Background: an optimization exercise with open tools, aiming at small area and a short achievable clock period. Do not read the settings as production practice.
No run shown here included a check of the RTL's function; only the layout flow was run.

==> flow/design.v, too long to show whole: its modules and the start of the top module <==
// module lane_fma: 2530 lines
module lane_fma (
    input  wire        clk,
    input  wire        rst,
    input  wire        in_valid,
    input  wire [2:0]  in_op,
    input  wire [1:0]  in_mod,
    input  wire [31:0] in_a,
    input  wire [31:0] in_b,
    input  wire [31:0] in_c,
    output reg         out_valid,
    output reg  [31:0] out_res,
    output reg         out_clamp,
    output reg         out_bad
);
  // ...
==> flow/flow/run.sh <==
#!/bin/bash
# The standard layout (standard.sh, unchanged synthesis), with two
# settings outside config.mk's list: timing repair aims for 6 ns of setup
# slack, and the port buffers are buf_1 cells. make's full output goes to
# standard.log; each ORFS step logs under orfs/logs/.
export SETUP_SLACK_MARGIN=6
export BUFFER_PORTS_ARGS="-buffer_cell sky130_fd_sc_hd__buf_1"
bash standard.sh > standard.log 2>&1
==> flow/standard.sh <==
#!/bin/bash
# synth_recipe.tcl (not shown) runs the flow's synth.tcl, then flattens the netlist and writes it again
# the make line also repeats each setting of config.mk as NAME=value (left out here)
make -C /OpenROAD-flow-scripts/flow DESIGN_CONFIG=/design/flow/config.mk WORK_HOME=/design/flow/orfs CLKGATE_MAP_FILE= SYNTH_SCRIPT=/design/flow/synth_recipe.tcl "${@:-finish}"
==> flow/config.mk <==
export PLATFORM = sky130hd
export DESIGN_NAME = lane_fma
export DESIGN_NICKNAME = lane_fma
export VERILOG_FILES = /design/flow/design.v
export SDC_FILE = /design/flow/constraint.sdc
export NUM_CORES = 4
export LEC_CHECK = 0
export CAP_MARGIN = 20
export CORE_MARGIN = 2
export CORE_UTILIZATION = 60
export SLEW_MARGIN = 20
==> flow/constraint.sdc <==
create_clock -name core_clock -period 11.0 [get_ports {clk}]
set_input_delay 2.2000 -clock core_clock [delete_from_list [all_inputs] [get_ports {clk}]]
set_output_delay 2.2000 -clock core_clock [all_outputs]
set_load 0.01 [all_outputs]
==> run_results.csv, run 1 <==
group,metric,value,unit
status,status,"no timing/DRC/antenna violations",
placement,preCtsSetupSlack,4.31,ns
drt,drt-pass1-iter-count,8,
floorplanning,core_area,68600,sq um
final_layout,fin_nets,5635,
timing,finalSetupViolations,0,
final_layout,seq_area_share,16.7,%
synthesis,syn_area,41500,sq um
synthesis,synthTopCellsByCount,"nand2_1 (576), xnor2_1 (394), dfxtp_1 (384), nor2_1 (351), a22oi_1 (348)",
final_layout,largestClassByArea,"multi-input combinational cells",
synthesis,synth_xor_area_share,11.2,%
global_routing,grt_start_max_net_pins,132,
drt,routed_wl,153,mm
critical_path,start_kind,"register",
clocking,root_buffer,"clkbuf_16",
critical_path,crit_fanout,10,
drt,vias,39429,
critical_path,cp_slowest_cell,"nor3_1",
drt,dr_wl_met2,66.6,mm
clocking,ctsHoldBuffers,0,
final_layout,antennaDiodeCount,2,
synthesis,synth_top_family_by_area,"adder cells",
critical_path,ff2ff_setup_slack,5.95,ns
synthesis,synth.distinct_cells,103,
critical_path,r2r_start,"r2_q[82]",
==> run 2: changes to the inputs <==
--- a/flow/design.v
+++ b/flow/design.v
@@ -2324,48 +2324,48 @@
     assign c0[77] = gl6[76];
     assign c1[77] = gl6[76] | pl6[76];
     wire [77:0] st = p0 ^ c0;
     wire [77:0] su = p0 ^ c1;
     wire        sneg = r2_esub & su[77];
     wire [76:0] mag  = !r2_esub ? st[76:0] : sneg ? ~st[76:0] : su[76:0];
     wire [127:0] lzv = {mag, 51'd0};
     wire [31:0] lzg;
-    assign lzg[0] = |lzv[3:0];
-    assign lzg[1] = |lzv[7:4];
-    assign lzg[2] = |lzv[11:8];
-    assign lzg[3] = |lzv[15:12];
-    assign lzg[4] = |lzv[19:16];
-    assign lzg[5] = |lzv[23:20];
-    assign lzg[6] = |lzv[27:24];
-    assign lzg[7] = |lzv[31:28];
-    assign lzg[8] = |lzv[35:32];
-    assign lzg[9] = |lzv[39:36];
-    assign lzg[10] = |lzv[43:40];
-    assign lzg[11] = |lzv[47:44];
-    assign lzg[12] = |lzv[51:48];
-    assign lzg[13] = |lzv[55:52];
-    assign lzg[14] = |lzv[59:56];
-    assign lzg[15] = |lzv[63:60];
-    assign lzg[16] = |lzv[67:64];
-    assign lzg[17] = |lzv[71:68];
-    assign lzg[18] = |lzv[75:72];
-    assign lzg[19] = |lzv[79:76];
-    assign lzg[20] = |lzv[83:80];
-    assign lzg[21] = |lzv[87:84];
-    assign lzg[22] = |lzv[91:88];
-    assign lzg[23] = |lzv[95:92];
-    assign lzg[24] = |lzv[99:96];
-    assign lzg[25] = |lzv[103:100];
-    assign lzg[26] = |lzv[107:104];
-    assign lzg[27] = |lzv[111:108];
-    assign lzg[28] = |lzv[115:112];
-    assign lzg[29] = |lzv[119:116];
-    assign lzg[30] = |lzv[123:120];
-    assign lzg[31] = |lzv[127:124];
+    assign lzg[0] = 1'b0;
+    assign lzg[1] = 1'b0;
+    assign lzg[2] = 1'b0;
+    assign lzg[3] = 1'b0;
+    assign lzg[4] = 1'b0;
+    assign lzg[5] = 1'b0;
+    assign lzg[6] = 1'b0;
+    assign lzg[7] = 1'b0;
+    assign lzg[8] = 1'b0;
+    assign lzg[9] = 1'b0;
+    assign lzg[10] = 1'b0;
+    assign lzg[11] = 1'b0;
+    assign lzg[12] = !r2_esub ? (|st[0:0]) : sneg ? ~(&st[0:0]) : (|su[0:0]);
+    assign lzg[13] = !r2_esub ? (|st[4:1]) : sneg ? ~(&st[4:1]) : (|su[4:1]);
+    assign lzg[14] = !r2_esub ? (|st[8:5]) : sneg ? ~(&st[8:5]) : (|su[8:5]);
+    assign lzg[15] = !r2_esub ? (|st[12:9]) : sneg ? ~(&st[12:9]) : (|su[12:9]);
+    assign lzg[16] = !r2_esub ? (|st[16:13]) : sneg ? ~(&st[16:13]) : (|su[16:13]);
+    assign lzg[17] = !r2_esub ? (|st[20:17]) : sneg ? ~(&st[20:17]) : (|su[20:17]);
+    assign lzg[18] = !r2_esub ? (|st[24:21]) : sneg ? ~(&st[24:21]) : (|su[24:21]);
+    assign lzg[19] = !r2_esub ? (|st[28:25]) : sneg ? ~(&st[28:25]) : (|su[28:25]);
+    assign lzg[20] = !r2_esub ? (|st[32:29]) : sneg ? ~(&st[32:29]) : (|su[32:29]);
+    assign lzg[21] = !r2_esub ? (|st[36:33]) : sneg ? ~(&st[36:33]) : (|su[36:33]);
+    assign lzg[22] = !r2_esub ? (|st[40:37]) : sneg ? ~(&st[40:37]) : (|su[40:37]);
+    assign lzg[23] = !r2_esub ? (|st[44:41]) : sneg ? ~(&st[44:41]) : (|su[44:41]);
+    assign lzg[24] = !r2_esub ? (|st[48:45]) : sneg ? ~(&st[48:45]) : (|su[48:45]);
+    assign lzg[25] = !r2_esub ? (|st[52:49]) : sneg ? ~(&st[52:49]) : (|su[52:49]);
+    assign lzg[26] = !r2_esub ? (|st[56:53]) : sneg ? ~(&st[56:53]) : (|su[56:53]);
+    assign lzg[27] = !r2_esub ? (|st[60:57]) : sneg ? ~(&st[60:57]) : (|su[60:57]);
+    assign lzg[28] = !r2_esub ? (|st[64:61]) : sneg ? ~(&st[64:61]) : (|su[64:61]);
+    assign lzg[29] = !r2_esub ? (|st[68:65]) : sneg ? ~(&st[68:65]) : (|su[68:65]);
+    assign lzg[30] = !r2_esub ? (|st[72:69]) : sneg ? ~(&st[72:69]) : (|su[72:69]);
+    assign lzg[31] = !r2_esub ? (|st[76:73]) : sneg ? ~(&st[76:73]) : (|su[76:73]);
     wire lz_z0 = ~lzg[31] & ~lzg[30];
     wire lz_z1 = ~lzg[29] & ~lzg[28];
     wire lz_z2 = lz_z0 & lz_z1;
     wire lz_c2_0 = lz_z0 ? ~lzg[29] : ~lzg[31];
     wire lz_z3 = ~lzg[27] & ~lzg[26];
     wire lz_z4 = ~lzg[25] & ~lzg[24];
     wire lz_z5 = lz_z3 & lz_z4;
     wire lz_c5_0 = lz_z3 ? ~lzg[25] : ~lzg[27];
==> run_results.csv, run 2 <==
group,metric,value,unit
global_routing,grt_overflow,0,
placement,preCtsSetupSlack,4.27,ns
global_routing,grt_pass1_vias,39191,
floorplanning,dieWidth,275,um
global_routing,grt_start_max_net_pins,119,
critical_path,critPathMaxStageDelay,0.44,ns
synthesis,syn_inst,5434,
final_layout,fill_cells,6218,
clocking,ctsHoldBuffers,0,
critical_path,start_kind,"register",
clocking,root_buffer,"clkbuf_16",
floorplanning,rows,99,
drt,viasPerCell,6.61,
synthesis,yosysWarnings,1,
final_layout,top_register,"r2_q",
floorplanning,ios,139,
floorplanning,core_area,73000,sq um
clocking,cts_tree,"yes",
timing,setup_tns,0,ns
synthesis,synth-edff-count,0,
drt,drt_iter0_drc,5182,
timing,relSlewSlack,15.5,%
drt,top_layer,"met5",
status,status,"no timing/DRC/antenna violations",
synthesis,ys_seq_area_share,17.4,%
critical_path,required,11.49,ns
drt,wl_met3,16.7,mm
final_layout,instances_no_fill,6394,
clocking,insertion_delay,0.60,ns
drt,ant_nets,0,
critical_path,worstPathArrival,5.49,ns
global_routing,antenna_found_initial,5,
synthesis,synth-seq-cells,384,
synthesis,synthFlopType,"dfxtp_1",
placement,place_hpwl,119,mm
timing,finalCriticalPeriod,4.99,ns
floorplanning,start_util,60.6,%
critical_path,critical_path.most_common_cell,"buf_12",
final_layout,area_growth,10.4,%
placement,placed_cells,6209,
drt,routedWlPerCell,25.3,um
synthesis,synth.most_common_cell,"nand2_1",
synthesis,avgSynthCellArea,8.13,sq um
critical_path,critical_path_class,"register to register",
worst_hold_path,min_from,"r2_sp_bad",
global_routing,grt_pass1_wl,241,mm
critical_path,crit_fanout,11,
final_layout,final_area,48800,sq um
synthesis,yosys-top-cells-area,"dfxtp_1 (17%), fa_1 (14%), xnor2_1 (8.2%)",
timing,worst_slack,6.01,ns
synthesis,synth_top_area_share,17.4,%
flow_run,maxCapViolCount,0,
drt,dr_wl_met2,72.8,mm
final_layout,final_cell_mix,"nand2_1 (621), xnor2_1 (411), nor2_1 (375)",
clocking,cts_buffer_depth,3,
final_layout,final_layout_size_suffix_gt1_share,10.5,%
timing,period_share,45.4,%
critical_path,critPathLaunch,"r2_q[2]",
worst_hold_path,hold_path_class,"register to register",
timing,finalHoldViolations,0,
clocking,cts.clk_slew.worst_paths,0.07,ns
timing,skew,0.0191,ns
final_layout,mostFrequentLayoutCell,"nand2_1",
drt,wl_met1,62.6,mm
critical_path,cp-end-kind,"register",
timing,final_max_slew_viol_count,0,
drt,routed_wl,162,mm
clocking,clkSinkCount,384,
synthesis,synth_async_sr_flop_share,0,%
placement,place_congestion,1.03,
floorplanning,die_area,75800,sq um
drt,drc_errors,0,
drt,drt-pass1-iter-count,8,
critical_path,cp_slowest_cell,"a2111o_1",
drt,vias,42290,
timing,rsz0062_at_grt,"true",
final_layout,reg.largest.list,"r2_q x127, r3_mag x56, out_res x32",
synthesis,synth_top_cell_by_area,"dfxtp_1",
synthesis,synthTopCellsByCount,"nand2_1 (631), xnor2_1 (415), nor2_1 (387), dfxtp_1 (384), a22oi_1 (336)",
synthesis,synth.distinct_cells,113,
clocking,numCtsBuffers,45,
critical_path,r2r_start,"r2_q[2]",
clocking,htree_num_levels,2,
timing,finalSetupViolations,0,
global_routing,grt_use_total,41.3,%
synthesis,syn_area,44200,sq um
final_layout,fin_nets,6028,
floorplanning,die_height,275,um
timing,max_freq,200,MHz
synthesis,synth_fp_nets,6063,
final_layout,largest_reg_flops,127,
placement,port_buffers,138,
timing,tightest_slew,1.25,ns
placement,postPlaceCellArea,45000,sq um
critical_path,crit_chain,"ha_4, fa_2, a21o_1, a221o_2, clkinv_4, o221a_4, clkinvlp_4, buf_12, a211oi_4, buf_6, nor3_1, o21a_1, a2111o_1, o31ai_4, a21oi_2, and4bb_4, and4_4, buf_12, mux2_2",
[run 2: final timing paths]
check / end / slack, ns / cells after the start
max reg2reg: r3_mag[38] / 6.01 / 19
min reg2reg: r3_sp_bad / 0.33 / 0
max: r3_mag[38] / 6.01 / 19
min: r3_sp_bad / 0.33 / 0
[run 2: what timing repair did]
action	CTS	global route
endpoints found under the setup margin	158	126
setup buffers	49	41
hold endpoints to repair	0	0
gates cloned	8	4
pin swaps	31	63
resized for setup	114	164
[run 2: stage by stage]
| step | hold WS [ns] | utilization, % |
|---|---|---|
| finish | 0.325 | 66.9 |
| global route | 0.327 | 66.9 |
| CTS | 0.324 | 65.3 |
| detailed placement | 0.313 | 61.7 |
| global placement | 0.310 | 61.7 |
| floorplan | 0.310 | - |
[run 2: final cells by class]
cell class	instances	area, sq um	share of cell area, %
clock buffer	55	1220	2.51
timing repair buffer	335	2320	4.76
antenna	3	7.51	0.0154
inverter	339	1300	2.67
multi-input combinational	4294	34600	71.0
sequential	384	7720	15.8
clock inverter	25	362	0.741
tap	959	1200	2.46
[run 2: logic make-up after synthesis]
family	share of synthesized area [%]
XOR/XNOR	11.6
flip-flops	17.4
multiplexers	5.57
adder cells (fa/ha/maj)	20.3
buffers and inverters	6.77
AND/OR/NAND/NOR	17.5
AO/OA/AOI/OAI	20.8
[run 2: critical path: cells and delay by family (launching register included)]
family / cells / cell delay [ns]
flops: 1 / 0.36
buf+inv: 5 / 0.78
fa+ha+maj: 2 / 0.53
compound gates: 8 / 2.14
simple gates: 3 / 0.76
mux: 1 / 0.33
[run 2: routing by layer]
metal  global-route usage [%]  vias to the layer above
li1                         -                    18984
met2                     65.6                     2561
met5                        0                        -
met4                     22.0                        4
met3                     8.98                      583
met1                     52.6                    20158

## port drivers added, routing unchanged
No port has a modelled driver above. Below, the same layouts with a new extraction and two added sets of constraints.
Step 1 sets driving cells, clkbuf_16 on the clock port and buf_2 on the other inputs (assumed; they add their load-dependent delay and slew).
Step 2 also shifts input and output timing later by t, the mid clock arrival at the registers, as if the neighbouring blocks saw the same clock.
Slacks: no drivers / after step 1 / after step 2; pairs: no drivers / after step 1.
run	t (ns)	slack for setup (ns)	worst setup path at the end	latest minus earliest clock arrival (ns)	worst slew at a driven data input, ns
run 1	0.664	5.946 / 5.946 / 5.522	input to register	0.036 / 0.036	0.06
run 2	0.665	6.007 / 6.007 / 5.559	input to register	0.019 / 0.019	0.06
After both steps setup and hold are still met in every run listed. For run 2, which loses most, drivers alone change the setup slack by 0.000 ns; drivers and shift together by -0.448 ns.
